This is an optimization exercise on Yosys and OpenROAD, whose aim is small area and a short achievable clock period, not a production implementation. In this exercise RTL edits were held to simulation tests only and were not proved equivalent to the original.

**flow/config.mk**
```make
export PLATFORM = sky130hd
export DESIGN_NAME = chk_unit
export DESIGN_NICKNAME = chk_unit
export VERILOG_FILES = /design/flow/design.v
export SDC_FILE = /design/flow/constraint.sdc
export NUM_CORES = 4
export LEC_CHECK = 0
export CAP_MARGIN = 20
export CORE_MARGIN = 2
export CORE_UTILIZATION = 62
export SETUP_SLACK_MARGIN = 2
export SLEW_MARGIN = 40
export DONT_USE_CELLS = sky130_fd_sc_hd__xor3_1 sky130_fd_sc_hd__xor3_2 sky130_fd_sc_hd__xor3_4 sky130_fd_sc_hd__xnor3_1 sky130_fd_sc_hd__xnor3_2 sky130_fd_sc_hd__xnor3_4 sky130_fd_sc_hd__xnor2_2 sky130_fd_sc_hd__xnor2_4 sky130_fd_sc_hd__xor2_2 sky130_fd_sc_hd__xor2_4
export BUFFER_PORTS_ARGS = -buffer_cell sky130_fd_sc_hd__buf_1
export GPL_KEEP_OVERFLOW = 0
```
**flow/constraint.sdc**
```tcl
create_clock -name core_clock -period 25.0 [get_ports {clk}]
set_input_delay 5.0000 -clock core_clock [delete_from_list [all_inputs] [get_ports {clk}]]
set_output_delay 5.0000 -clock core_clock [all_outputs]
set_load 0.01 [all_outputs]
```
**flow/design.v**
```verilog
module chk_unit (
    input  wire        clk,
    input  wire        rst,           
    input  wire        wr_cfg,        
    input  wire        wr_init,       
    input  wire        wr_value,      
    input  wire [31:0] wdata,
    input  wire        s_valid,
    input  wire [63:0] s_data,        
    input  wire [2:0]  s_nbm1,        
    input  wire        s_last,        
    input  wire        s_check,       
    output wire [1:0]  code,
    output wire [31:0] value,
    output wire [31:0] result,
    output wire        residue_ok,
    output wire [15:0] fail_cnt,
    output wire [15:0] refused_cnt
);
    function [31:0] width_mask(input [1:0] c);
        case (c)
            2'd0, 2'd1: width_mask = 32'hFFFF_FFFF;
            2'd2:       width_mask = 32'h0000_FFFF;
            default:    width_mask = 32'h0000_00FF;
        endcase
    endfunction
    function [31:0] init_value(input [1:0] c);
        case (c)
            2'd0, 2'd1: init_value = 32'hFFFF_FFFF;
            2'd2:       init_value = 32'h0000_FFFF;
            default:    init_value = 32'h0000_0000;
        endcase
    endfunction
    function [31:0] final_xor(input [1:0] c);
        case (c)
            2'd0, 2'd1: final_xor = 32'hFFFF_FFFF;
            2'd2:       final_xor = 32'h0000_FFFF;
            default:    final_xor = 32'h0000_0000;
        endcase
    endfunction
    function [31:0] residue(input [1:0] c);
        case (c)
            2'd0:    residue = 32'hDEBB_20E3;
            2'd1:    residue = 32'hB798_B438;
            2'd2:    residue = 32'h0000_F0B8;
            default: residue = 32'h0000_0000;
        endcase
    endfunction
    reg [1:0]  code_q;
    reg [31:0] value_q;
    reg [15:0] fail_q;
    reg [15:0] refused_q;
    reg  [3:0] chk_q;         
    wire [63:0] z    = s_data ^ {32'd0, value_q};
    wire [2:0]  sh   = ~s_nbm1;
    reg  [63:0] y;
    integer k, s;
    always @* begin
        y = 64'd0;
        for (k = 0; k < 8; k = k + 1)
            for (s = 0; s <= k; s = s + 1)
                if (sh == s)
                    y[8*k +: 8] = y[8*k +: 8] | z[8*(k-s) +: 8];
    end
    wire [23:0] y_hi = value_q[31:8] >> {s_nbm1[1:0], 3'b000};
    wire [31:0] y_tail = (s_nbm1[2] || s_nbm1 == 3'd3) ? 32'd0 : {8'd0, y_hi};
    wire t64 = y[11] ^ y[55];
    wire t65 = y[12] ^ y[35];
    wire t66 = y[9] ^ y[38];
    wire t67 = y[10] ^ y[39];
    wire t68 = y[13] ^ y[42];
    wire t69 = y[3] ^ y[8];
    wire t70 = y[32] ^ y[54];
    wire t71 = y[15] ^ y[37];
    wire t72 = y[36] ^ y[45];
    wire t73 = y[5] ^ y[34];
    wire t74 = y[4] ^ y[48];
    wire t75 = y[7] ^ y[23];
    wire t76 = y[2] ^ y[40];
    wire t77 = y[6] ^ y[22];
    wire t78 = y[31] ^ y[53];
    wire t79 = y[14] ^ y[43];
    wire t80 = y[16] ^ y[63];
    wire t81 = y[21] ^ y[41];
    wire t82 = y[50] ^ y[58];
    wire t83 = y[0] ^ y[57];
    wire t84 = y[18] ^ y[33];
    wire t85 = y[28] ^ y[47];
    wire t86 = y[30] ^ y[51];
    wire t87 = y[46] ^ y[62];
    wire t88 = y[24] ^ y[44];
    wire t89 = y[20] ^ y[49];
    wire t90 = y[52] ^ y[56];
    wire t91 = y[19] ^ y[26];
    wire t92 = y[1] ^ y[59];
    wire t93 = y[60] ^ y[61];
    wire t94 = y[17] ^ y[29];
    wire t95 = y[27] ^ t70;
    wire t96 = y[25] ^ t64;
    wire t97 = t65 ^ t81;
    wire t98 = t66 ^ t69;
    wire t99 = y[11] ^ t82;
    wire t100 = t73 ^ t76;
    wire t101 = y[14] ^ t67;
    wire t102 = y[1] ^ t75;
    wire t103 = t71 ^ t78;
    wire t104 = t68 ^ t72;
    wire t105 = t77 ^ t80;
    wire t106 = y[32] ^ t74;
    wire t107 = t84 ^ t90;
    wire t108 = y[25] ^ t79;
    wire t109 = y[7] ^ t64;
    wire t110 = t65 ^ t86;
    wire t111 = y[18] ^ t75;
    wire t112 = y[12] ^ y[62];
    wire t113 = y[52] ^ y[59];
    wire t114 = t85 ^ t94;
    wire t115 = y[38] ^ t83;
    wire t116 = y[61] ^ t87;
    wire t117 = y[41] ^ t77;
    wire t118 = y[30] ^ y[49];
    wire t119 = y[17] ^ y[33];
    wire t120 = t72 ^ t95;
    wire t121 = y[19] ^ y[39];
    wire t122 = y[31] ^ t69;
    wire t123 = y[13] ^ y[36];
    wire t124 = y[15] ^ t76;
    wire t125 = y[47] ^ y[58];
    wire t126 = y[43] ^ t89;
    wire t127 = y[34] ^ y[55];
    wire t128 = y[4] ^ y[40];
    wire t129 = y[5] ^ t88;
    wire t130 = t83 ^ t91;
    wire t131 = y[42] ^ y[46];
    wire t132 = y[31] ^ t74;
    wire t133 = y[10] ^ y[57];
    wire t134 = y[36] ^ t68;
    wire t135 = t92 ^ t93;
    wire t136 = y[24] ^ y[54];
    wire t137 = y[15] ^ y[27];
    wire t138 = y[8] ^ t66;
    wire t139 = y[37] ^ y[50];
    wire t140 = y[16] ^ t67;
    wire t141 = y[6] ^ y[9];
    wire t142 = y[53] ^ t102;
    wire t143 = y[11] ^ t71;
    wire t144 = y[3] ^ y[56];
    wire t145 = y[23] ^ t73;
    wire t146 = y[24] ^ y[26];
    wire t147 = y[22] ^ t81;
    wire t148 = y[29] ^ y[51];
    wire t149 = y[44] ^ t96;
    wire t150 = y[0] ^ y[47];
    wire t151 = t67 ^ t79;
    wire t152 = y[44] ^ t89;
    wire t153 = y[17] ^ t84;
    wire t154 = y[60] ^ y[63];
    wire t155 = y[2] ^ y[37];
    wire t156 = y[21] ^ t80;
    wire t157 = y[1] ^ t87;
    wire t158 = y[28] ^ t113;
    wire t159 = y[14] ^ t82;
    wire t160 = y[12] ^ t70;
    wire t161 = y[34] ^ y[35];
    wire t162 = y[0] ^ t88;
    wire t163 = y[48] ^ t114;
    wire t164 = y[30] ^ y[52];
    wire t165 = t78 ^ t93;
    wire t166 = y[1] ^ y[16];
    wire t167 = t66 ^ t120;
    wire t168 = y[45] ^ t92;
    wire t169 = y[54] ^ t125;
    wire t170 = y[22] ^ y[27];
    wire t171 = t71 ^ t110;
    wire t172 = y[13] ^ y[55];
    wire t173 = y[62] ^ t99;
    wire t174 = y[8] ^ t72;
    wire t175 = y[25] ^ t85;
    wire t176 = y[60] ^ t107;
    wire t177 = y[5] ^ t97;
    wire t178 = y[54] ^ t78;
    wire t179 = y[12] ^ y[41];
    wire t180 = y[33] ^ y[49];
    wire t181 = y[39] ^ t105;
    wire t182 = y[38] ^ t122;
    wire t183 = y[51] ^ t131;
    wire t184 = y[20] ^ y[58];
    wire t185 = y[53] ^ y[57];
    wire t186 = y[20] ^ t94;
    wire t187 = t88 ^ t108;
    wire t188 = t79 ^ t83;
    wire t189 = y[13] ^ y[35];
    wire t190 = y[18] ^ y[40];
    wire t191 = y[6] ^ t98;
    wire t192 = t90 ^ t104;
    wire t193 = y[4] ^ t89;
    wire t194 = t68 ^ t112;
    wire t195 = t100 ^ t136;
    wire t196 = y[39] ^ t127;
    wire t197 = y[26] ^ y[32];
    wire t198 = t107 ^ t118;
    wire t199 = y[56] ^ t69;
    wire t200 = t111 ^ t126;
    wire t201 = y[46] ^ t76;
    wire t202 = y[7] ^ t91;
    wire t203 = t92 ^ t109;
    wire t204 = y[10] ^ y[52];
    wire t205 = y[10] ^ t93;
    wire t206 = y[60] ^ t77;
    wire t207 = y[7] ^ t157;
    wire t208 = y[58] ^ t115;
    wire t209 = t87 ^ t159;
    wire t210 = y[2] ^ y[23];
    wire t211 = t111 ^ t182;
    wire t212 = y[16] ^ t75;
    wire t213 = y[59] ^ t100;
    wire t214 = y[25] ^ t106;
    wire t215 = y[57] ^ t96;
    wire t216 = t103 ^ t130;
    wire t217 = y[21] ^ y[62];
    wire t218 = t91 ^ t137;
    wire t219 = y[37] ^ t122;
    wire t220 = t86 ^ t128;
    wire t221 = y[45] ^ t93;
    wire t222 = t105 ^ t121;
    wire t223 = y[16] ^ t120;
    wire t224 = y[50] ^ t145;
    wire t225 = y[19] ^ t139;
    wire t226 = t65 ^ t85;
    wire t227 = t86 ^ t172;
    wire t228 = y[46] ^ t155;
    wire t229 = y[29] ^ t72;
    wire t230 = t91 ^ t143;
    wire t231 = y[47] ^ y[59];
    wire t232 = y[34] ^ t101;
    wire t233 = y[60] ^ t123;
    wire t234 = y[21] ^ t119;
    wire t235 = y[53] ^ t65;
    wire t236 = y[30] ^ t132;
    wire t237 = t104 ^ t116;
    wire t238 = y[38] ^ t64;
    wire t239 = y[0] ^ t97;
    wire t240 = t66 ^ t119;
    wire t241 = t102 ^ t117;
    wire t242 = t80 ^ t82;
    wire t243 = y[3] ^ t101;
    wire t244 = t96 ^ t168;
    wire t245 = y[19] ^ t74;
    wire t246 = y[48] ^ t149;
    wire t247 = y[48] ^ t94;
    wire t248 = t163 ^ t208;
    wire t249 = t121 ^ t135;
    wire t250 = y[27] ^ t176;
    wire t251 = y[31] ^ y[63];
    wire t252 = y[26] ^ t129;
    wire t253 = y[51] ^ t160;
    wire t254 = y[9] ^ y[34];
    wire t255 = t68 ^ t103;
    wire t256 = y[61] ^ t101;
    wire t257 = t80 ^ t84;
    wire t258 = t88 ^ t224;
    wire t259 = t135 ^ t194;
    wire t260 = y[61] ^ t112;
    wire t261 = y[28] ^ t67;
    wire t262 = y[40] ^ t112;
    wire t263 = t106 ^ t146;
    wire t264 = t81 ^ t99;
    wire t265 = y[43] ^ t158;
    wire t266 = t97 ^ t115;
    wire t267 = y[3] ^ y[23];
    wire t268 = y[56] ^ t133;
    wire t269 = t153 ^ t183;
    wire t270 = y[7] ^ y[20];
    wire t271 = t98 ^ t117;
    wire t272 = t79 ^ t134;
    wire t273 = y[55] ^ t241;
    wire t274 = t129 ^ t134;
    wire t275 = t179 ^ t196;
    wire t276 = y[32] ^ t76;
    wire t277 = t197 ^ t258;
    wire t278 = y[8] ^ y[12];
    wire t279 = t64 ^ t140;
    wire t280 = t106 ^ t244;
    wire t281 = y[28] ^ y[31];
    wire t282 = t71 ^ t109;
    wire t283 = y[13] ^ y[45];
    wire t284 = y[20] ^ t149;
    wire t285 = t87 ^ t154;
    wire t286 = t155 ^ t273;
    wire t287 = y[6] ^ t67;
    wire t288 = t124 ^ t133;
    wire t289 = t142 ^ t264;
    wire t290 = t85 ^ t129;
    wire t291 = t109 ^ t146;
    wire t292 = t95 ^ t231;
    wire t293 = y[8] ^ y[36];
    wire t294 = t68 ^ t141;
    wire t295 = t84 ^ t108;
    wire t296 = y[4] ^ t95;
    wire t297 = y[41] ^ t159;
    wire t298 = t138 ^ t192;
    wire t299 = t90 ^ t236;
    wire t300 = t65 ^ t246;
    wire t301 = t110 ^ t123;
    wire t302 = y[22] ^ t135;
    wire t303 = y[6] ^ t161;
    wire t304 = t166 ^ t206;
    wire t305 = y[61] ^ t240;
    wire t306 = t71 ^ t242;
    wire t307 = y[2] ^ t237;
    wire t308 = y[47] ^ t67;
    wire t309 = y[33] ^ t78;
    wire t310 = t90 ^ t100;
    wire t311 = t148 ^ t189;
    wire t312 = y[52] ^ t230;
    wire t313 = y[2] ^ t73;
    wire t314 = y[11] ^ t190;
    wire t315 = y[29] ^ t169;
    wire t316 = t150 ^ t167;
    wire t317 = y[34] ^ y[37];
    wire t318 = t170 ^ t171;
    wire t319 = y[30] ^ t140;
    wire t320 = t74 ^ t87;
    wire t321 = y[0] ^ y[44];
    wire t322 = y[29] ^ t91;
    wire t323 = t96 ^ t165;
    wire t324 = t103 ^ t193;
    wire t325 = y[55] ^ t92;
    wire t326 = t197 ^ t285;
    wire t327 = t180 ^ t204;
    wire t328 = t177 ^ t191;
    wire t329 = t195 ^ t225;
    wire t330 = t211 ^ t217;
    wire t331 = y[15] ^ y[41];
    wire t332 = t89 ^ t147;
    wire t333 = t86 ^ t156;
    wire t334 = t74 ^ t139;
    wire t335 = y[42] ^ t174;
    wire t336 = t98 ^ t127;
    wire t337 = y[1] ^ t257;
    wire t338 = y[27] ^ y[54];
    wire t339 = y[21] ^ y[63];
    wire t340 = y[3] ^ t73;
    wire t341 = t221 ^ t227;
    wire t342 = t85 ^ t296;
    wire t343 = y[32] ^ t300;
    wire t344 = t128 ^ t325;
    wire t345 = t158 ^ t186;
    wire t346 = t193 ^ t316;
    wire t347 = y[5] ^ y[45];
    wire t348 = y[62] ^ t124;
    wire t349 = t178 ^ t297;
    wire t350 = y[29] ^ t304;
    wire t351 = y[41] ^ t65;
    wire t352 = y[56] ^ t154;
    wire t353 = t170 ^ t195;
    wire t354 = y[17] ^ t82;
    wire t355 = y[18] ^ t78;
    wire t356 = t161 ^ t163;
    wire t357 = y[28] ^ y[49];
    wire t358 = t83 ^ t99;
    wire t359 = y[25] ^ t86;
    wire t360 = y[40] ^ y[57];
    wire t361 = y[14] ^ t77;
    wire t362 = y[38] ^ t295;
    wire t363 = t70 ^ t142;
    wire t364 = y[37] ^ t198;
    wire t365 = t200 ^ t229;
    wire t366 = t66 ^ t125;
    wire t367 = y[35] ^ t94;
    wire t368 = y[33] ^ t69;
    wire t369 = t106 ^ t367;
    wire t370 = t81 ^ t143;
    wire t371 = t108 ^ t205;
    wire t372 = y[41] ^ t284;
    wire t373 = t144 ^ t186;
    wire t374 = y[0] ^ t309;
    wire t375 = t188 ^ t305;
    wire t376 = y[4] ^ t130;
    wire t377 = t71 ^ t184;
    wire t378 = t151 ^ t210;
    wire t379 = t99 ^ t353;
    wire t380 = t92 ^ t147;
    wire t381 = y[44] ^ t175;
    wire t382 = t114 ^ t207;
    wire t383 = t64 ^ t164;
    wire t384 = y[4] ^ t98;
    wire t385 = t200 ^ t233;
    wire t386 = t97 ^ t142;
    wire t387 = t67 ^ t132;
    wire t388 = t126 ^ t212;
    wire t389 = t101 ^ t105;
    wire t390 = y[36] ^ y[40];
    wire t391 = t166 ^ t184;
    wire t392 = t390 ^ t95;
    wire t393 = t240 ^ t245;
    wire t394 = t303 ^ t383;
    wire t395 = t391 ^ t243;
    wire t396 = t392 ^ t393;
    wire t397 = t394 ^ t395;
    wire t398 = t396 ^ t397;
    wire t399 = y[36] ^ y[56];
    wire t400 = t399 ^ t109;
    wire t401 = t153 ^ t261;
    wire t402 = t213 ^ t239;
    wire t403 = t324 ^ t400;
    wire t404 = t401 ^ t402;
    wire t405 = t403 ^ t404;
    wire t406 = t70 ^ t73;
    wire t407 = t134 ^ t199;
    wire t408 = t225 ^ t314;
    wire t409 = t406 ^ t266;
    wire t410 = t407 ^ t408;
    wire t411 = t350 ^ t409;
    wire t412 = t410 ^ t411;
    wire t413 = y[4] ^ t121;
    wire t414 = t184 ^ t110;
    wire t415 = t134 ^ t413;
    wire t416 = t414 ^ t415;
    wire t417 = t375 ^ t416;
    wire t418 = t286 ^ t417;
    wire t419 = t92 ^ t134;
    wire t420 = t151 ^ t162;
    wire t421 = t377 ^ t310;
    wire t422 = t419 ^ t420;
    wire t423 = t421 ^ t422;
    wire t424 = t330 ^ t423;
    wire t425 = y[35] ^ y[60];
    wire t426 = t185 ^ t425;
    wire t427 = t168 ^ t276;
    wire t428 = t426 ^ t187;
    wire t429 = t222 ^ t370;
    wire t430 = t384 ^ t427;
    wire t431 = t428 ^ t429;
    wire t432 = t430 ^ t431;
    wire t433 = y[14] ^ t131;
    wire t434 = t164 ^ t218;
    wire t435 = t221 ^ t313;
    wire t436 = t433 ^ t241;
    wire t437 = t434 ^ t435;
    wire t438 = t436 ^ t437;
    wire t439 = t438 ^ t343;
    wire t440 = y[6] ^ t137;
    wire t441 = t146 ^ t199;
    wire t442 = t226 ^ t440;
    wire t443 = t374 ^ t388;
    wire t444 = t441 ^ t442;
    wire t445 = t307 ^ t443;
    wire t446 = t444 ^ t445;
    wire t447 = y[57] ^ t69;
    wire t448 = t123 ^ t254;
    wire t449 = t95 ^ t156;
    wire t450 = t334 ^ t447;
    wire t451 = t448 ^ t187;
    wire t452 = t449 ^ t450;
    wire t453 = t382 ^ t451;
    wire t454 = t452 ^ t453;
    wire t455 = y[1] ^ y[18];
    wire t456 = t69 ^ t148;
    wire t457 = t455 ^ t100;
    wire t458 = t152 ^ t175;
    wire t459 = t456 ^ t120;
    wire t460 = t181 ^ t457;
    wire t461 = t458 ^ t312;
    wire t462 = t459 ^ t460;
    wire t463 = t461 ^ t462;
    wire t464 = y[26] ^ y[28];
    wire t465 = t464 ^ t160;
    wire t466 = t228 ^ t229;
    wire t467 = t232 ^ t465;
    wire t468 = t466 ^ t289;
    wire t469 = t467 ^ t468;
    wire t470 = y[29] ^ t68;
    wire t471 = t136 ^ t231;
    wire t472 = t201 ^ t238;
    wire t473 = t368 ^ t470;
    wire t474 = t471 ^ t472;
    wire t475 = t473 ^ t318;
    wire t476 = t474 ^ t475;
    wire t477 = y[16] ^ t66;
    wire t478 = t85 ^ t267;
    wire t479 = t108 ^ t233;
    wire t480 = t477 ^ t478;
    wire t481 = t275 ^ t479;
    wire t482 = t480 ^ t299;
    wire t483 = t481 ^ t482;
    wire t484 = y[49] ^ y[56];
    wire t485 = t360 ^ t484;
    wire t486 = t485 ^ t252;
    wire t487 = t255 ^ t256;
    wire t488 = t369 ^ t486;
    wire t489 = t487 ^ t488;
    wire t490 = y[5] ^ y[6];
    wire t491 = t118 ^ t331;
    wire t492 = t360 ^ t490;
    wire t493 = t491 ^ t492;
    wire t494 = t173 ^ t493;
    wire t495 = t223 ^ t362;
    wire t496 = t494 ^ t495;
    wire t497 = y[6] ^ y[44];
    wire t498 = y[59] ^ t119;
    wire t499 = t281 ^ t497;
    wire t500 = t183 ^ t202;
    wire t501 = t498 ^ t499;
    wire t502 = t275 ^ t306;
    wire t503 = t500 ^ t501;
    wire t504 = t502 ^ t503;
    wire t505 = y[60] ^ t84;
    wire t506 = t86 ^ t141;
    wire t507 = t104 ^ t151;
    wire t508 = t199 ^ t245;
    wire t509 = t505 ^ t506;
    wire t510 = t203 ^ t315;
    wire t511 = t507 ^ t508;
    wire t512 = t509 ^ t510;
    wire t513 = t511 ^ t512;
    wire t514 = y[9] ^ y[19];
    wire t515 = y[46] ^ t278;
    wire t516 = t514 ^ t152;
    wire t517 = t188 ^ t205;
    wire t518 = t515 ^ t213;
    wire t519 = t282 ^ t516;
    wire t520 = t517 ^ t299;
    wire t521 = t518 ^ t519;
    wire t522 = t520 ^ t521;
    wire t523 = y[15] ^ y[32];
    wire t524 = y[47] ^ t166;
    wire t525 = t283 ^ t523;
    wire t526 = t152 ^ t165;
    wire t527 = t268 ^ t524;
    wire t528 = t525 ^ t173;
    wire t529 = t526 ^ t527;
    wire t530 = t328 ^ t528;
    wire t531 = t529 ^ t530;
    wire t532 = y[7] ^ y[9];
    wire t533 = y[59] ^ t74;
    wire t534 = t532 ^ t234;
    wire t535 = t533 ^ t253;
    wire t536 = t358 ^ t389;
    wire t537 = t534 ^ t307;
    wire t538 = t535 ^ t536;
    wire t539 = t537 ^ t538;
    wire t540 = y[5] ^ t138;
    wire t541 = t320 ^ t171;
    wire t542 = t222 ^ t292;
    wire t543 = t540 ^ t385;
    wire t544 = t541 ^ t542;
    wire t545 = t543 ^ t544;
    wire t546 = t73 ^ t93;
    wire t547 = t118 ^ t189;
    wire t548 = t339 ^ t99;
    wire t549 = t102 ^ t162;
    wire t550 = t546 ^ t547;
    wire t551 = t219 ^ t548;
    wire t552 = t549 ^ t550;
    wire t553 = t342 ^ t551;
    wire t554 = t552 ^ t553;
    wire t555 = y[19] ^ y[45];
    wire t556 = t555 ^ t122;
    wire t557 = t140 ^ t260;
    wire t558 = t359 ^ t345;
    wire t559 = t556 ^ t557;
    wire t560 = t558 ^ t559;
    wire t561 = t379 ^ t560;
    wire t562 = y[13] ^ t141;
    wire t563 = t267 ^ t96;
    wire t564 = t220 ^ t355;
    wire t565 = t562 ^ t239;
    wire t566 = t326 ^ t345;
    wire t567 = t563 ^ t564;
    wire t568 = t565 ^ t566;
    wire t569 = t567 ^ t568;
    wire t570 = y[48] ^ t68;
    wire t571 = t73 ^ t190;
    wire t572 = t97 ^ t165;
    wire t573 = t366 ^ t570;
    wire t574 = t571 ^ t181;
    wire t575 = t291 ^ t373;
    wire t576 = t572 ^ t573;
    wire t577 = t574 ^ t575;
    wire t578 = t576 ^ t577;
    wire t579 = y[34] ^ y[58];
    wire t580 = y[61] ^ t579;
    wire t581 = t98 ^ t107;
    wire t582 = t194 ^ t580;
    wire t583 = t215 ^ t380;
    wire t584 = t388 ^ t581;
    wire t585 = t582 ^ t583;
    wire t586 = t584 ^ t585;
    wire t587 = y[8] ^ y[22];
    wire t588 = y[59] ^ t68;
    wire t589 = t88 ^ t217;
    wire t590 = t254 ^ t587;
    wire t591 = t235 ^ t352;
    wire t592 = t354 ^ t588;
    wire t593 = t589 ^ t590;
    wire t594 = t376 ^ t378;
    wire t595 = t591 ^ t592;
    wire t596 = t593 ^ t594;
    wire t597 = t595 ^ t596;
    wire t598 = y[15] ^ y[43];
    wire t599 = t88 ^ t113;
    wire t600 = t598 ^ t115;
    wire t601 = t145 ^ t153;
    wire t602 = t599 ^ t214;
    wire t603 = t222 ^ t341;
    wire t604 = t600 ^ t601;
    wire t605 = t602 ^ t603;
    wire t606 = t604 ^ t605;
    wire t607 = y[10] ^ t118;
    wire t608 = t144 ^ t111;
    wire t609 = t320 ^ t607;
    wire t610 = t252 ^ t323;
    wire t611 = t608 ^ t609;
    wire t612 = t167 ^ t610;
    wire t613 = t611 ^ t612;
    wire t614 = y[24] ^ y[56];
    wire t615 = t91 ^ t139;
    wire t616 = t180 ^ t251;
    wire t617 = t278 ^ t347;
    wire t618 = t614 ^ t116;
    wire t619 = t287 ^ t615;
    wire t620 = t616 ^ t617;
    wire t621 = t215 ^ t618;
    wire t622 = t619 ^ t620;
    wire t623 = t342 ^ t621;
    wire t624 = t622 ^ t623;
    wire t625 = y[5] ^ y[25];
    wire t626 = y[50] ^ y[54];
    wire t627 = t80 ^ t90;
    wire t628 = t625 ^ t626;
    wire t629 = t627 ^ t628;
    wire t630 = t243 ^ t301;
    wire t631 = t376 ^ t629;
    wire t632 = t382 ^ t630;
    wire t633 = t631 ^ t632;
    wire t634 = t70 ^ t98;
    wire t635 = t257 ^ t308;
    wire t636 = t311 ^ t313;
    wire t637 = t216 ^ t634;
    wire t638 = t635 ^ t636;
    wire t639 = t637 ^ t638;
    wire t640 = y[19] ^ y[43];
    wire t641 = y[59] ^ t73;
    wire t642 = t123 ^ t640;
    wire t643 = t147 ^ t228;
    wire t644 = t641 ^ t642;
    wire t645 = t279 ^ t643;
    wire t646 = t644 ^ t248;
    wire t647 = t250 ^ t645;
    wire t648 = t646 ^ t647;
    wire t649 = y[23] ^ y[30];
    wire t650 = y[42] ^ t144;
    wire t651 = t317 ^ t649;
    wire t652 = t152 ^ t235;
    wire t653 = t314 ^ t361;
    wire t654 = t650 ^ t651;
    wire t655 = t249 ^ t652;
    wire t656 = t653 ^ t654;
    wire t657 = t248 ^ t655;
    wire t658 = t656 ^ t657;
    wire t659 = y[13] ^ t82;
    wire t660 = t136 ^ t659;
    wire t661 = t236 ^ t249;
    wire t662 = t266 ^ t348;
    wire t663 = t660 ^ t365;
    wire t664 = t661 ^ t662;
    wire t665 = t663 ^ t664;
    wire t666 = y[55] ^ t80;
    wire t667 = t276 ^ t359;
    wire t668 = t666 ^ t209;
    wire t669 = t219 ^ t249;
    wire t670 = t274 ^ t332;
    wire t671 = t667 ^ t668;
    wire t672 = t669 ^ t670;
    wire t673 = t671 ^ t672;
    wire t674 = y[20] ^ t141;
    wire t675 = t148 ^ t190;
    wire t676 = t281 ^ t106;
    wire t677 = t145 ^ t218;
    wire t678 = t242 ^ t674;
    wire t679 = t675 ^ t215;
    wire t680 = t237 ^ t243;
    wire t681 = t676 ^ t677;
    wire t682 = t678 ^ t679;
    wire t683 = t680 ^ t681;
    wire t684 = t682 ^ t683;
    wire t685 = y[7] ^ y[18];
    wire t686 = t89 ^ t154;
    wire t687 = t685 ^ t115;
    wire t688 = t196 ^ t361;
    wire t689 = t686 ^ t263;
    wire t690 = t301 ^ t348;
    wire t691 = t687 ^ t688;
    wire t692 = t689 ^ t690;
    wire t693 = t691 ^ t692;
    wire t694 = y[46] ^ y[49];
    wire t695 = y[50] ^ y[63];
    wire t696 = t79 ^ t694;
    wire t697 = t695 ^ t96;
    wire t698 = t696 ^ t288;
    wire t699 = t302 ^ t697;
    wire t700 = t211 ^ t356;
    wire t701 = t698 ^ t699;
    wire t702 = t700 ^ t701;
    wire t703 = y[49] ^ t133;
    wire t704 = t172 ^ t116;
    wire t705 = t234 ^ t703;
    wire t706 = t265 ^ t384;
    wire t707 = t704 ^ t705;
    wire t708 = t318 ^ t706;
    wire t709 = t707 ^ t277;
    wire t710 = t708 ^ t709;
    wire t711 = y[4] ^ t66;
    wire t712 = t72 ^ t78;
    wire t713 = t145 ^ t162;
    wire t714 = t175 ^ t311;
    wire t715 = t711 ^ t712;
    wire t716 = t173 ^ t389;
    wire t717 = t713 ^ t714;
    wire t718 = t715 ^ t250;
    wire t719 = t716 ^ t717;
    wire t720 = t718 ^ t719;
    wire t721 = y[56] ^ t125;
    wire t722 = t146 ^ t95;
    wire t723 = t105 ^ t124;
    wire t724 = t721 ^ t341;
    wire t725 = t722 ^ t723;
    wire t726 = t362 ^ t386;
    wire t727 = t724 ^ t725;
    wire t728 = t726 ^ t727;
    wire t729 = y[0] ^ y[42];
    wire t730 = t729 ^ t143;
    wire t731 = t252 ^ t315;
    wire t732 = t371 ^ t730;
    wire t733 = t731 ^ t732;
    wire t734 = t330 ^ t733;
    wire t735 = y[30] ^ y[43];
    wire t736 = t735 ^ t138;
    wire t737 = t162 ^ t218;
    wire t738 = t260 ^ t181;
    wire t739 = t736 ^ t737;
    wire t740 = t280 ^ t738;
    wire t741 = t739 ^ t740;
    wire t742 = y[52] ^ t251;
    wire t743 = t317 ^ t130;
    wire t744 = t262 ^ t366;
    wire t745 = t742 ^ t380;
    wire t746 = t743 ^ t744;
    wire t747 = t246 ^ t365;
    wire t748 = t745 ^ t746;
    wire t749 = t747 ^ t748;
    wire t750 = t83 ^ t114;
    wire t751 = t126 ^ t235;
    wire t752 = t383 ^ t335;
    wire t753 = t337 ^ t750;
    wire t754 = t751 ^ t752;
    wire t755 = t753 ^ t277;
    wire t756 = t754 ^ t755;
    wire t757 = y[50] ^ y[52];
    wire t758 = y[60] ^ t66;
    wire t759 = t83 ^ t757;
    wire t760 = t110 ^ t117;
    wire t761 = t140 ^ t178;
    wire t762 = t758 ^ t759;
    wire t763 = t244 ^ t290;
    wire t764 = t760 ^ t761;
    wire t765 = t762 ^ t763;
    wire t766 = t764 ^ t765;
    wire t767 = y[26] ^ y[58];
    wire t768 = t767 ^ t102;
    wire t769 = t201 ^ t247;
    wire t770 = t287 ^ t192;
    wire t771 = t253 ^ t323;
    wire t772 = t768 ^ t769;
    wire t773 = t770 ^ t771;
    wire t774 = t772 ^ t773;
    wire t775 = y[13] ^ t69;
    wire t776 = t76 ^ t79;
    wire t777 = t179 ^ t185;
    wire t778 = t116 ^ t775;
    wire t779 = t776 ^ t777;
    wire t780 = t291 ^ t292;
    wire t781 = t778 ^ t779;
    wire t782 = t364 ^ t780;
    wire t783 = t781 ^ t782;
    wire t784 = y[33] ^ y[57];
    wire t785 = t137 ^ t784;
    wire t786 = t194 ^ t245;
    wire t787 = t352 ^ t785;
    wire t788 = t336 ^ t381;
    wire t789 = t786 ^ t787;
    wire t790 = t349 ^ t788;
    wire t791 = t789 ^ t790;
    wire t792 = y[2] ^ y[14];
    wire t793 = y[35] ^ y[63];
    wire t794 = t93 ^ t792;
    wire t795 = t793 ^ t147;
    wire t796 = t794 ^ t269;
    wire t797 = t795 ^ t312;
    wire t798 = t796 ^ t797;
    wire t799 = t346 ^ t798;
    wire t800 = y[53] ^ t210;
    wire t801 = t331 ^ t800;
    wire t802 = t259 ^ t358;
    wire t803 = t373 ^ t801;
    wire t804 = t802 ^ t803;
    wire t805 = y[2] ^ y[3];
    wire t806 = y[4] ^ y[18];
    wire t807 = y[58] ^ t136;
    wire t808 = t805 ^ t806;
    wire t809 = t188 ^ t807;
    wire t810 = t808 ^ t259;
    wire t811 = t333 ^ t809;
    wire t812 = t810 ^ t811;
    wire t813 = y[27] ^ y[29];
    wire t814 = y[36] ^ t144;
    wire t815 = t813 ^ t115;
    wire t816 = t116 ^ t132;
    wire t817 = t814 ^ t232;
    wire t818 = t337 ^ t370;
    wire t819 = t381 ^ t815;
    wire t820 = t816 ^ t817;
    wire t821 = t818 ^ t819;
    wire t822 = t820 ^ t821;
    wire t823 = y[10] ^ y[43];
    wire t824 = t137 ^ t823;
    wire t825 = t97 ^ t104;
    wire t826 = t824 ^ t198;
    wire t827 = t326 ^ t344;
    wire t828 = t825 ^ t826;
    wire t829 = t827 ^ t828;
    wire t830 = y[38] ^ y[42];
    wire t831 = y[44] ^ y[55];
    wire t832 = t82 ^ t113;
    wire t833 = t339 ^ t830;
    wire t834 = t831 ^ t247;
    wire t835 = t355 ^ t832;
    wire t836 = t833 ^ t256;
    wire t837 = t834 ^ t835;
    wire t838 = t836 ^ t837;
    wire t839 = y[53] ^ t71;
    wire t840 = t81 ^ t87;
    wire t841 = t100 ^ t227;
    wire t842 = t327 ^ t839;
    wire t843 = t840 ^ t841;
    wire t844 = t842 ^ t223;
    wire t845 = t248 ^ t843;
    wire t846 = t844 ^ t845;
    wire t847 = y[3] ^ t92;
    wire t848 = t131 ^ t238;
    wire t849 = t847 ^ t181;
    wire t850 = t848 ^ t349;
    wire t851 = t356 ^ t364;
    wire t852 = t849 ^ t850;
    wire t853 = t851 ^ t852;
    wire t854 = y[22] ^ y[28];
    wire t855 = y[46] ^ t854;
    wire t856 = t95 ^ t99;
    wire t857 = t212 ^ t220;
    wire t858 = t327 ^ t855;
    wire t859 = t177 ^ t255;
    wire t860 = t856 ^ t857;
    wire t861 = t858 ^ t859;
    wire t862 = t860 ^ t861;
    wire t863 = y[8] ^ y[16];
    wire t864 = y[24] ^ t113;
    wire t865 = t863 ^ t114;
    wire t866 = t117 ^ t238;
    wire t867 = t864 ^ t224;
    wire t868 = t253 ^ t272;
    wire t869 = t374 ^ t865;
    wire t870 = t866 ^ t867;
    wire t871 = t868 ^ t869;
    wire t872 = t870 ^ t871;
    wire t873 = t196 ^ t247;
    wire t874 = t294 ^ t171;
    wire t875 = t176 ^ t187;
    wire t876 = t873 ^ t363;
    wire t877 = t874 ^ t875;
    wire t878 = t876 ^ t877;
    wire t879 = y[16] ^ y[38];
    wire t880 = y[61] ^ t127;
    wire t881 = t189 ^ t879;
    wire t882 = t174 ^ t178;
    wire t883 = t202 ^ t880;
    wire t884 = t881 ^ t187;
    wire t885 = t198 ^ t288;
    wire t886 = t882 ^ t883;
    wire t887 = t884 ^ t885;
    wire t888 = t886 ^ t887;
    wire t889 = y[9] ^ y[17];
    wire t890 = y[39] ^ t161;
    wire t891 = t889 ^ t199;
    wire t892 = t890 ^ t209;
    wire t893 = t216 ^ t891;
    wire t894 = t223 ^ t892;
    wire t895 = t893 ^ t372;
    wire t896 = t894 ^ t895;
    wire t897 = y[26] ^ t156;
    wire t898 = t226 ^ t268;
    wire t899 = t377 ^ t269;
    wire t900 = t344 ^ t897;
    wire t901 = t898 ^ t167;
    wire t902 = t899 ^ t900;
    wire t903 = t901 ^ t902;
    wire t904 = y[12] ^ y[32];
    wire t905 = t321 ^ t904;
    wire t906 = t103 ^ t905;
    wire t907 = t906 ^ t298;
    wire t908 = t350 ^ t907;
    wire t909 = t283 ^ t228;
    wire t910 = t319 ^ t909;
    wire t911 = t363 ^ t375;
    wire t912 = t910 ^ t911;
    wire t913 = t64 ^ t124;
    wire t914 = t153 ^ t157;
    wire t915 = t162 ^ t169;
    wire t916 = t182 ^ t232;
    wire t917 = t913 ^ t914;
    wire t918 = t915 ^ t916;
    wire t919 = t917 ^ t918;
    wire t920 = y[18] ^ t80;
    wire t921 = t121 ^ t144;
    wire t922 = t150 ^ t254;
    wire t923 = t124 ^ t351;
    wire t924 = t920 ^ t921;
    wire t925 = t922 ^ t923;
    wire t926 = t924 ^ t280;
    wire t927 = t925 ^ t926;
    wire t928 = y[33] ^ t204;
    wire t929 = t347 ^ t152;
    wire t930 = t201 ^ t928;
    wire t931 = t216 ^ t271;
    wire t932 = t369 ^ t929;
    wire t933 = t930 ^ t931;
    wire t934 = t932 ^ t933;
    wire t935 = y[6] ^ t84;
    wire t936 = t131 ^ t340;
    wire t937 = t935 ^ t319;
    wire t938 = t936 ^ t289;
    wire t939 = t937 ^ t938;
    wire t940 = t346 ^ t939;
    wire t941 = y[8] ^ y[43];
    wire t942 = t77 ^ t941;
    wire t943 = t183 ^ t226;
    wire t944 = t234 ^ t942;
    wire t945 = t203 ^ t387;
    wire t946 = t943 ^ t944;
    wire t947 = t329 ^ t945;
    wire t948 = t946 ^ t947;
    wire t949 = t148 ^ t150;
    wire t950 = t949 ^ t271;
    wire t951 = t310 ^ t385;
    wire t952 = t950 ^ t951;
    wire t953 = t343 ^ t952;
    wire t954 = t88 ^ t118;
    wire t955 = t141 ^ t130;
    wire t956 = t334 ^ t368;
    wire t957 = t954 ^ t192;
    wire t958 = t256 ^ t955;
    wire t959 = t956 ^ t386;
    wire t960 = t957 ^ t958;
    wire t961 = t959 ^ t960;
    wire t962 = y[51] ^ t133;
    wire t963 = t104 ^ t108;
    wire t964 = t138 ^ t962;
    wire t965 = t207 ^ t324;
    wire t966 = t963 ^ t964;
    wire t967 = t965 ^ t966;
    wire t968 = t379 ^ t967;
    wire t969 = y[26] ^ y[46];
    wire t970 = y[51] ^ t70;
    wire t971 = t85 ^ t113;
    wire t972 = t969 ^ t970;
    wire t973 = t971 ^ t149;
    wire t974 = t306 ^ t378;
    wire t975 = t972 ^ t328;
    wire t976 = t973 ^ t974;
    wire t977 = t975 ^ t976;
    wire t978 = y[27] ^ y[40];
    wire t979 = y[51] ^ t119;
    wire t980 = t978 ^ t308;
    wire t981 = t979 ^ t203;
    wire t982 = t219 ^ t263;
    wire t983 = t980 ^ t981;
    wire t984 = t982 ^ t983;
    wire t985 = y[11] ^ t179;
    wire t986 = t357 ^ t100;
    wire t987 = t138 ^ t985;
    wire t988 = t214 ^ t986;
    wire t989 = t987 ^ t250;
    wire t990 = t988 ^ t989;
    wire t991 = y[50] ^ y[61];
    wire t992 = t180 ^ t185;
    wire t993 = t991 ^ t261;
    wire t994 = t294 ^ t322;
    wire t995 = t340 ^ t351;
    wire t996 = t992 ^ t993;
    wire t997 = t994 ^ t995;
    wire t998 = t996 ^ t997;
    wire t999 = y[10] ^ y[29];
    wire t1000 = t270 ^ t338;
    wire t1001 = t999 ^ t220;
    wire t1002 = t303 ^ t1000;
    wire t1003 = t173 ^ t272;
    wire t1004 = t1001 ^ t1002;
    wire t1005 = t1003 ^ t1004;
    wire t1006 = t79 ^ t86;
    wire t1007 = t251 ^ t293;
    wire t1008 = t321 ^ t158;
    wire t1009 = t1006 ^ t1007;
    wire t1010 = t177 ^ t282;
    wire t1011 = t1008 ^ t1009;
    wire t1012 = t1010 ^ t1011;
    wire t1013 = t150 ^ t338;
    wire t1014 = t132 ^ t151;
    wire t1015 = t156 ^ t202;
    wire t1016 = t262 ^ t1013;
    wire t1017 = t1014 ^ t1015;
    wire t1018 = t1016 ^ t298;
    wire t1019 = t1017 ^ t1018;
    wire t1020 = y[17] ^ t90;
    wire t1021 = t91 ^ t128;
    wire t1022 = t103 ^ t109;
    wire t1023 = t115 ^ t157;
    wire t1024 = t160 ^ t1020;
    wire t1025 = t1021 ^ t290;
    wire t1026 = t332 ^ t335;
    wire t1027 = t1022 ^ t1023;
    wire t1028 = t1024 ^ t1025;
    wire t1029 = t1026 ^ t1027;
    wire t1030 = t1028 ^ t1029;
    wire t1031 = y[5] ^ y[20];
    wire t1032 = t78 ^ t133;
    wire t1033 = t293 ^ t1031;
    wire t1034 = t107 ^ t322;
    wire t1035 = t1032 ^ t1033;
    wire t1036 = t209 ^ t214;
    wire t1037 = t1034 ^ t1035;
    wire t1038 = t1036 ^ t1037;
    wire t1039 = t286 ^ t1038;
    wire t1040 = y[27] ^ y[33];
    wire t1041 = y[42] ^ t75;
    wire t1042 = t89 ^ t185;
    wire t1043 = t1040 ^ t169;
    wire t1044 = t1041 ^ t1042;
    wire t1045 = t191 ^ t213;
    wire t1046 = t230 ^ t333;
    wire t1047 = t1043 ^ t1044;
    wire t1048 = t1045 ^ t1046;
    wire t1049 = t1047 ^ t1048;
    wire t1050 = t270 ^ t95;
    wire t1051 = t206 ^ t354;
    wire t1052 = t239 ^ t265;
    wire t1053 = t336 ^ t387;
    wire t1054 = t1050 ^ t1051;
    wire t1055 = t1052 ^ t1053;
    wire t1056 = t1054 ^ t1055;
    wire t1057 = y[9] ^ y[21];
    wire t1058 = y[35] ^ y[53];
    wire t1059 = t75 ^ t84;
    wire t1060 = t128 ^ t148;
    wire t1061 = t357 ^ t1057;
    wire t1062 = t1058 ^ t1059;
    wire t1063 = t1060 ^ t1061;
    wire t1064 = t274 ^ t279;
    wire t1065 = t302 ^ t1062;
    wire t1066 = t1063 ^ t1064;
    wire t1067 = t1065 ^ t1066;
    wire t1068 = y[11] ^ y[23];
    wire t1069 = t94 ^ t112;
    wire t1070 = t164 ^ t1068;
    wire t1071 = t117 ^ t174;
    wire t1072 = t1069 ^ t1070;
    wire t1073 = t371 ^ t1071;
    wire t1074 = t1072 ^ t329;
    wire t1075 = t1073 ^ t1074;
    wire t1076 = y[26] ^ y[63];
    wire t1077 = t1076 ^ t110;
    wire t1078 = t111 ^ t116;
    wire t1079 = t191 ^ t255;
    wire t1080 = t1077 ^ t1078;
    wire t1081 = t1079 ^ t1080;
    wire t1082 = t372 ^ t1081;
    wire [31:0] w0 = {t639, t633, t624, t613, t606, t597, t586, t578, t569, t561, t554, t545, t539, t531, t522, t513, t504, t496, t489, t483, t476, t469, t463, t454, t446, t439, t432, t424, t418, t412, t405, t398};
    wire [31:0] w1 = {t903, t896, t888, t878, t872, t862, t853, t846, t838, t829, t822, t812, t804, t799, t791, t783, t774, t766, t756, t749, t741, t734, t728, t720, t710, t702, t693, t684, t673, t665, t658, t648};
    wire [15:0] w2 = {t1012, t1005, t998, t990, t984, t977, t968, t961, t953, t948, t940, t934, t927, t919, t912, t908};
    wire [7:0] w3 = {t1082, t1075, t1067, t1056, t1049, t1039, t1030, t1019};
    reg [1:0]  ctl_code;
    reg [31:0] ctl_value;
    always @* begin
        ctl_code  = code_q;
        ctl_value = value_q;
        if (wr_cfg) begin
            ctl_code  = wdata[1:0];
            ctl_value = value_q & width_mask(wdata[1:0]);
        end
        if (wr_init)
            ctl_value = init_value(ctl_code);
        if (wr_value)
            ctl_value = wdata & width_mask(ctl_code);
    end
    wire [1:0]  n_writes = {1'b0, wr_cfg} + {1'b0, wr_init} + {1'b0, wr_value};
    wire [16:0] ref_sum  = {1'b0, refused_q} + {15'd0, n_writes};
    wire        eq0 = (value_q == 32'hDEBB_20E3);
    wire        eq1 = (value_q == 32'hB798_B438);
    wire        eq2 = (value_q[15:0] == 16'hF0B8);
    wire        eq3 = (value_q[7:0] == 8'h00);
    reg         rok;
    always @* begin
        case (code_q)
            2'd0:    rok = eq0;
            2'd1:    rok = eq1;
            2'd2:    rok = eq2;
            default: rok = eq3;
        endcase
    end
    wire        fail = |(chk_q & ~{eq3, eq2, eq1, eq0});
    wire [15:0] fail_now = (fail && fail_q != 16'hFFFF) ? fail_q + 16'd1 : fail_q;
    wire        take  = s_valid & ~rst;
    wire [3:0]  sel   = {4{take}} & (4'b0001 << code_q);
    wire [31:0] pick  = ({32{sel[0]}} & w0) | ({32{sel[1]}} & w1) |
                        {16'd0, {16{sel[2]}} & w2} | {24'd0, {8{sel[3]}} & w3};
    wire [31:0] early = rst ? 32'd0 : s_valid ? y_tail : ctl_value;
    wire [31:0] value_d = pick ^ early;
    always @(posedge clk)
        value_q <= value_d;
    always @(posedge clk) begin
        if (rst) begin
            code_q    <= 2'd1;
            fail_q    <= 16'd0;
            refused_q <= 16'd0;
            chk_q     <= 4'd0;
        end else begin
            fail_q <= fail_now;
            chk_q  <= {4{s_valid & s_last & s_check}} & (4'b0001 << code_q);
            if (s_valid) begin
                refused_q <= ref_sum[16] ? 16'hFFFF : ref_sum[15:0];
            end else begin
                code_q  <= ctl_code;
            end
        end
    end
    assign code        = code_q;
    assign value       = value_q;
    assign result      = {~(value_q[31:16] | {16{code_q[1]}}),
                          ~(value_q[15:8] | {8{code_q == 2'd3}}),
                          value_q[7:0] ^ {8{code_q != 2'd3}}};
    assign residue_ok  = rok;
    assign fail_cnt    = fail_now;
    assign refused_cnt = refused_q;
endmodule
```
**flow/flow/run.sh**
```bash
#!/bin/bash
# Standard layout (the standard.sh) with these changes:
#  - no three-input XOR cells (two XOR2 are smaller than one XOR3 here), and
#    XOR2 cells only in their smallest size (synthesis upsizes them for a
#    delay target far below the clock period);
#  - ports buffered with the smallest buffer instead of a delay buffer;
#  - the timing repair aims for more setup slack than the design's margin.
set -euo pipefail
cat >> config.mk <<'EOC'
export DONT_USE_CELLS = sky130_fd_sc_hd__xor3_1 sky130_fd_sc_hd__xor3_2 sky130_fd_sc_hd__xor3_4 sky130_fd_sc_hd__xnor3_1 sky130_fd_sc_hd__xnor3_2 sky130_fd_sc_hd__xnor3_4 sky130_fd_sc_hd__xnor2_2 sky130_fd_sc_hd__xnor2_4 sky130_fd_sc_hd__xor2_2 sky130_fd_sc_hd__xor2_4
export BUFFER_PORTS_ARGS = -buffer_cell sky130_fd_sc_hd__buf_1
export GPL_KEEP_OVERFLOW = 0
EOC
bash standard.sh SETUP_SLACK_MARGIN=${MARGIN:-15} finish > standard.log 2>&1
```
**flow/standard.sh**
```bash
#!/bin/bash
# synth_recipe.tcl (not shown) runs the flow's synth.tcl, then flattens the netlist and writes it again
# the make line also repeats each setting of config.mk as NAME=value (left out here)
make -C /OpenROAD-flow-scripts/flow DESIGN_CONFIG=/design/flow/config.mk WORK_HOME=/design/flow/orfs CLKGATE_MAP_FILE= SYNTH_SCRIPT=/design/flow/synth_recipe.tcl "${@:-finish}"
```
==> flow_metrics.env, run 1 <==
export IMPL_synth_cell_types=56
export IMPL_synth_nets=2079
export IMPL_detail_route_wirelength_mm=77.1
export IMPL_fillers=1994
export IMPL_cp_top_family="XOR/XNOR gates"
export IMPL_netlist_top_cell_by_area="xnor2_1"
export IMPL_r2r_start="value_q[22]"
export IMPL_grt_total_usage=0.563
export IMPL_synth_area_sq_mm=0.0156
export IMPL_synth_ff_type="dfxtp_1"
export IMPL_finClkSkew_ns=0.00982
export IMPL_hold_buffers=0
export IMPL_vias_per_cell=6.74
export IMPL_fp_dieW_um=163
export IMPL_cts_buffer_depth=2
export IMPL_antenna_found_initial=0
export IMPL_min_period_over_period=0.399
export IMPL_rrSetupSlack_ns=19.59
export IMPL_start_util=0.626
export IMPL_drtPass1Iterations=13
export IMPL_rsz0062_at_grt="false"
export IMPL_grt_pass1_vias=15693
export IMPL_status="finished clean"
export IMPL_worst_slew_pin_slew_ns=1.04
export IMPL_finalSetupViolCount=0
export IMPL_ys_seq_elements=70
export IMPL_syn_inst=1967
export IMPL_drc=0
export IMPL_regArea_sq_mm=0.00140
export IMPL_design_core_area_sq_mm=0.0250
export IMPL_synth_edff_count=0
export IMPL_drive_gt1_frac=0.110
export IMPL_cp_required_ns=25.27
export IMPL_dp_hpwl_mm=62.7
export IMPL_num_antenna_cells=0
export IMPL_hp_start="refused_q[0]"
export IMPL_die_h_um=163
export IMPL_crit_end="value_q[5]"
export IMPL_arrival_ns=10.25
export IMPL_syn_avg_cell_area_sq_um=7.94
export IMPL_io_buffers=205
export IMPL_gp_congestion=1.25
export IMPL_synth_commonest_cells="xnor2_1, xor2_1, nor2_1, o22ai_1, a21oi_1"
export IMPL_pin_count=206
export IMPL_cp_common_cell="xnor2_1"
export IMPL_vias=17315
export IMPL_fin_crit_ns=9.98
export IMPL_clock_fmax_mhz=100
export IMPL_cts_sink_count=70
export IMPL_setup_worst_path_start="s_nbm1[2]"
export IMPL_antenna_left=0
export IMPL_nets=2347
export IMPL_r2r_cells=11
export IMPL_multi_input_area_sq_mm=0.0142
export IMPL_synth_top_area_frac=0.499
export IMPL_rows=58
export IMPL_grt_overflow=0
export IMPL_min_path_type="flop to flop"
export IMPL_max_stage_delay_ns=0.75
export IMPL_crit_slowest_cell="xor2_1"
export IMPL_cts_max_level=3
export IMPL_post_route_util=0.731
export IMPL_slew_headroom=0.305
export IMPL_wire_per_inst_um=30.0
export IMPL_cts_tree="built"
export IMPL_maxCapViolations=0
export IMPL_grt_pass1_wl_mm=107
export IMPL_synth_compound_area_frac=0.122
export IMPL_ys_seq_area_frac=0.0897
export IMPL_synthTopCellsByArea="xnor2_1, xor2_1, dfxtp_1, o22ai_1, mux2i_1"
export IMPL_cts_clk_slew_worst_paths_ns=0.06
export IMPL_clkLatencyLatePin_ns=0.34
export IMPL_cts_buffers=9
export IMPL_synth_fa_ha_area_frac=0.00497
export IMPL_synth_top_family_by_area="XOR/XNOR gates"
export IMPL_tns_ns=0
export IMPL_first_iter_violations=3438
export IMPL_cts_root_buf="clkbuf_16"
export IMPL_synth_warning_count=1
export IMPL_slew_violations=0
export IMPL_grt_start_max_net_pins=30
export IMPL_synth_async_reset_ratio=0
export IMPL_crit_cells=13
export IMPL_r2r_end="value_q[5]"
export IMPL_crit_chain="buf_2, buf_16, or3b_2, o22ai_1, a211oi_4, xnor2_1, xnor2_1, xnor2_1, xor2_1, xnor2_1, xnor2_1, a311oi_1, xor2_1"
export IMPL_end_kind="flop"
export IMPL_area_growth_pct=16.9
export IMPL_critPathBufInv=2
export IMPL_dieArea_sq_mm=0.0265
export IMPL_synth_most_common_cell="xnor2_1"
export IMPL_critPathKind="primary input to flop"
export IMPL_hold_violations=0
export IMPL_worst_path_max_fanout=24
export IMPL_yosys_area_share_simple=0.100
export IMPL_synthMuxAreaShare=0.0369
export IMPL_synth_xor_area_share=0.617
export IMPL_cp_start_kind="primary input"
layout make-up:
type / count / area share
Clock buffer: 9 / 0.0123
Clock inverter: 6 / 0.00610
Inverter: 19 / 0.00391
Multi-Input combinational cell: 1781 / 0.776
Sequential cell: 70 / 0.0769
Tap cell: 330 / 0.0226
Timing Repair Buffer: 354 / 0.102
state kept, by name, indices dropped and copies added, names as in the netlist:
register   cells
code_q         2
fail_q        16
value_q       32
refused_q     16
chk_q          4
through the flow:
stage / hold WS [ns] / setup WS [ns] / cells / cell area, sq um
after CTS: 0.528 / 15.13 / 2539 / 18000
after floorplan: 0.519 / 16.14 / 1967 / 15600
after global routing: 0.558 / 15.13 / 2569 / 18300
after global placement: 0.490 / 11.14 / 2405 / 16400
final: 0.532 / 15.02 / 2569 / 18300
after detailed placement: 0.497 / 14.59 / 2522 / 17600
what timing repair did:
| action | CTS | global route |
|---|---|---|
| gates resized for setup | 0 | 4 |
| endpoints found under the setup margin | 1 | 13 |
| setup buffers | 2 | 20 |
| pin swaps | 1 | 7 |
worst min path at each step:
stage	to	slack (ns)	cells past startpoint
after floorplan	refused_q[0]	0.52	2
after global placement	refused_q[0]	0.49	2
after detailed placement	refused_q[0]	0.50	2
after CTS	refused_q[0]	0.53	2
after global routing	refused_q[0]	0.56	2
final	refused_q[0]	0.53	2
logic make-up (layout without fill, tap and decap cells):
group	count (synthesis)	in the layout
DFF	70	70
xor gates and xnor gates	1100	1100
and+or+nand+nor	313	313
buffers and inverters	116	388
muxes	57	57
AOI/OAI and AO/OA	306	306
adders and majority gates	5	5
routing by layer:
metal | wire length, um | track usage | up-vias
li1 | - | - | 7053
met1 | 26200 | 0.664 | 7897
met2 | 29700 | 0.812 | 1786
met3 | 13300 | 0.247 | 579
met4 | 8010 | 0.399 | 0
met5 | 0 | 0 | -
worst min-delay path, delay by kind of cell, from the launching register on:
kind / cells / cell delay (ns)
flip-flops: 1 / 0.33
AND/OR/NAND/NOR: 2 / 0.15
cell usage in the layout (no fill, tap or decap), types with 4 or more instances in the layout:
cell type	netlist	layout
o22ai_2	1	6
dfxtp_1	70	69
a211oi_4	0	11
xor2_1	210	210
clkbuf_2	0	5
and2_1	10	10
buf_2	6	88
nor3_1	19	7
inv_1	17	17
nor2_2	0	10
buf_16	0	7
buf_4	4	48
a21oi_1	82	80
a22oi_1	9	9
o221ai_2	0	4
clkbuf_16	0	9
nor2_1	125	112
or3_1	7	7
a211oi_1	19	14
mux2_2	4	4
nor3_2	7	10
nand3_1	27	25
and3_1	11	11
xnor2_1	890	890
o31ai_1	5	4
o22ai_1	124	117
nor3_4	1	10
o21ai_1	4	4
nand3b_1	7	7
mux2i_1	53	53
nand2_1	48	47
nand4_1	8	8
buf_1	23	199
nor2b_1	24	23
o2bb2ai_1	6	6
o21ai_0	33	33
==> run 2, diff against run 1 <==
--- a/flow/flow/run.sh
+++ b/flow/flow/run.sh
@@ -9,6 +9,5 @@
 cat >> config.mk <<'EOC'
 export DONT_USE_CELLS = sky130_fd_sc_hd__xor3_1 sky130_fd_sc_hd__xor3_2 sky130_fd_sc_hd__xor3_4 sky130_fd_sc_hd__xnor3_1 sky130_fd_sc_hd__xnor3_2 sky130_fd_sc_hd__xnor3_4 sky130_fd_sc_hd__xnor2_2 sky130_fd_sc_hd__xnor2_4 sky130_fd_sc_hd__xor2_2 sky130_fd_sc_hd__xor2_4
 export BUFFER_PORTS_ARGS = -buffer_cell sky130_fd_sc_hd__buf_1
-export GPL_KEEP_OVERFLOW = 0
 EOC
 bash standard.sh SETUP_SLACK_MARGIN=${MARGIN:-15} finish > standard.log 2>&1
--- a/flow/config.mk
+++ b/flow/config.mk
@@ -7,9 +7,8 @@
 export LEC_CHECK = 0
 export CAP_MARGIN = 20
 export CORE_MARGIN = 2
-export CORE_UTILIZATION = 62
+export CORE_UTILIZATION = 65
 export SETUP_SLACK_MARGIN = 2
 export SLEW_MARGIN = 40
 export DONT_USE_CELLS = sky130_fd_sc_hd__xor3_1 sky130_fd_sc_hd__xor3_2 sky130_fd_sc_hd__xor3_4 sky130_fd_sc_hd__xnor3_1 sky130_fd_sc_hd__xnor3_2 sky130_fd_sc_hd__xnor3_4 sky130_fd_sc_hd__xnor2_2 sky130_fd_sc_hd__xnor2_4 sky130_fd_sc_hd__xor2_2 sky130_fd_sc_hd__xor2_4
 export BUFFER_PORTS_ARGS = -buffer_cell sky130_fd_sc_hd__buf_1
-export GPL_KEEP_OVERFLOW = 0
==> run 2 against run 1 <==
Global-route usage increased by 0.57 points. Sequential cell count is the same. Critical path depth increased by 2. Via count hardly changed.
==> flow_metrics.env, run 2 <==
export IMPL_rows=56
export IMPL_first_iter_violations=3339
export IMPL_dieArea_sq_mm=0.0253
export IMPL_arrival_ns=10.04
export IMPL_layout_common_cells="xnor2_1, xor2_1, buf_1"
export IMPL_r2r_cells=14
export IMPL_grt_start_max_net_pins=63
export IMPL_num_antenna_cells=0
export IMPL_finalSetupViolCount=0
export IMPL_largest_register="value_q"
export IMPL_rrSetupSlack_ns=19.63
export IMPL_end_kind="flop"
export IMPL_synth_most_common_cell="xnor2_1"
export IMPL_syn_avg_cell_area_sq_um=7.94
export IMPL_hold_violations=0
export IMPL_tns_ns=0
export IMPL_grt_total_usage=0.568
export IMPL_cts_clk_slew_worst_paths_ns=0.06
export IMPL_gp_congestion=1.27
export IMPL_nets=2334
export IMPL_slew_violations=0
export IMPL_synth_edff_count=0
export IMPL_hold_end="refused_q[0]"
export IMPL_slew_headroom=0.292
export IMPL_top_regs="value_q: 32 flops, fail_q: 16 flops, refused_q: 16 flops"
export IMPL_wl_met1_mm=25.0
export IMPL_cts_max_level=3
export IMPL_synth_warning_count=1
export IMPL_maxCapViolations=0
export IMPL_design_core_area_sq_mm=0.0235
export IMPL_clkLatencyLatePin_ns=0.34
export IMPL_largest_register_ffs=32
export IMPL_cts_root_buf="clkbuf_16"
export IMPL_synth_top_area_frac=0.499
export IMPL_finClkSkew_ns=0.00778
export IMPL_drtPass1Iterations=12
export IMPL_synth_async_reset_ratio=0
export IMPL_worst_slew_pin_slew_ns=1.05
export IMPL_area_growth_pct=13.9
export IMPL_synthTopCellsByArea="xnor2_1, xor2_1, dfxtp_1, o22ai_1, mux2i_1"
export IMPL_synth_cell_types=56
export IMPL_fin_crit_ns=9.84
export IMPL_min_path_type="flop to flop"
export IMPL_synth_commonest_cells="xnor2_1, xor2_1, nor2_1, o22ai_1, a21oi_1"
export IMPL_min_period_over_period=0.394
export IMPL_cts_buffers=9
export IMPL_final_common_cell="xnor2_1"
export IMPL_io_buffers=205
export IMPL_fp_dieW_um=159
export IMPL_r2r_start="value_q[28]"
export IMPL_hold_buffers=0
export IMPL_synth_nets=2079
export IMPL_place_area_sq_mm=0.0173
export IMPL_worst_path_max_fanout=48
export IMPL_top_layer="met5"
export IMPL_vias=17323
export IMPL_r2r_end="value_q[8]"
export IMPL_synth_ff_type="dfxtp_1"
export IMPL_clock_fmax_mhz=102
export IMPL_die_h_um=159
export IMPL_antenna_left=0
export IMPL_grt_pass1_wl_mm=106
export IMPL_cts_buffer_depth=2
export IMPL_vias_per_cell=6.81
export IMPL_grt_pass1_vias=15993
export IMPL_cp_required_ns=25.20
export IMPL_ys_seq_area_frac=0.0897
export IMPL_holdPathStages=2
export IMPL_wire_per_inst_um=29.8
export IMPL_detail_route_wirelength_mm=75.8
export IMPL_pin_count=206
export IMPL_status="finished clean"
export IMPL_start_util=0.663
export IMPL_ys_seq_elements=70
export IMPL_stdcell_area_sq_mm=0.0178
export IMPL_wl_met3_mm=13.9
export IMPL_cts_tree="built"
export IMPL_critPathKind="primary input to flop"
export IMPL_antenna_found_initial=0
export IMPL_synth_area_sq_mm=0.0156
export IMPL_cp_start_kind="primary input"
export IMPL_grt_overflow=0
export IMPL_cts_sink_count=70
export IMPL_rsz0062_at_grt="false"
export IMPL_drc=0
export IMPL_syn_inst=1967
export IMPL_drive_gt1_frac=0.0881
export IMPL_netlist_top_cell_by_area="xnor2_1"
export IMPL_hp_start="refused_q[0]"
export IMPL_wl_met2_mm=28.3
export IMPL_dp_hpwl_mm=58.8
==> run 2: cell counts after synthesis <==
Identical to the previous run, type by type.
==> run 2: metrics by stage <==
stage / instances / hold WS [ns] / util / setup slack, ns
2_1_floorplan: 1967 / 0.519 / - / 16.14
3_3_place_gp: 2497 / 0.490 / 0.731 / 14.50
3_5_place_dp: 2513 / 0.505 / 0.737 / 14.49
4_1_cts: 2528 / 0.516 / 0.750 / 15.05
5_1_grt: 2545 / 0.528 / 0.755 / 15.13
6_report: 2545 / 0.524 / 0.755 / 15.16
==> run 2: cells by family after synthesis <==
logic type | synth area share
and+or+nand+nor | 0.100
xor gates and xnor gates | 0.617
adders and majority gates | 0.00497
DFF | 0.0897
AOI/OAI and AO/OA | 0.122
buffers and inverters | 0.0293
muxes | 0.0369
==> run 2: how the worst max path moves through the flow <==
stage / startpoint / to / slack (ns)
after CTS: s_nbm1[0] / value_q[8] / 15.05
final: s_nbm1[1] / value_q[8] / 15.16
after floorplan: s_nbm1[1] / value_q[5] / 16.14
after global routing: s_nbm1[1] / value_q[8] / 15.13
after detailed placement: s_nbm1[0] / value_q[8] / 14.49
after global placement: s_nbm1[0] / value_q[8] / 14.50
==> run 2: cell type report <==
cell class | count | area [sq um]
inverter | 19 | 71.3
sequential | 70 | 1400
fill | 1875 | 5760
multi-input combinational | 1781 | 13900
clock inverter | 5 | 82.6
timing repair buffer | 341 | 1730
clock buffer | 10 | 239
tap | 319 | 399
==> run 2: routing by layer <==
| metal | GRT usage | up-vias |
|---|---|---|
| met5 | 0.0227 | - |
| met4 | 0.452 | 4 |
| met3 | 0.282 | 642 |
| met2 | 0.788 | 1833 |
| met1 | 0.658 | 7809 |
| li1 | - | 7035 |
==> run 2: critical path, cell delays in order <==
cell and delay [ns]:
clkbuf_2 0.08, buf_4 0.50, or3b_2 0.76, o22ai_1 0.23, a211oi_2 0.07, buf_4 0.22, xnor2_1 0.39, clkbuf_2 0.27
xnor2_1 0.20, xnor2_1 0.63, xnor2_1 0.18, xnor2_1 0.52, xnor2_1 0.14, a21oi_1 0.65, xor2_1 0.15
==> run 2: repair_timing <==
item | 4_1_cts | 5_1_grt
setup endpoints to repair | 1 | 2
pin swaps | 0 | 2
cloned | 0 | 0
gates resized for setup | 1 | 3
setup buffers | 0 | 5
endpoints found under the hold margin | 0 | 0

re-timing with driven ports:
The flow's constraints put no driver on any port. The routed layouts listed below were extracted and timed again, unchanged, in two steps. Step 1 sets driving cells, clkbuf_16 on the clock port and buf_2 on the other inputs (assumed; they add their load-dependent delay and slew). Step 2, shift: input delay + t, output delay - t, t = (earliest + latest rising clock arrival at the registers) / 2. This alone moves slack from input paths to output paths. Slacks: ideal / step 1 / step 2; pairs: ideal / step 1.
run	shift t [ns]	setup WS [ns]	clock arrival spread, ns
run 1	0.381	15.019 / 15.044 / 14.663	0.010 / 0.010
run 2	0.381	15.159 / 15.180 / 14.799	0.008 / 0.008
After both steps every run listed still meets setup and hold. For run 2, which loses most, drivers alone change the setup slack by +0.021 ns; drivers and shift together by -0.360 ns.
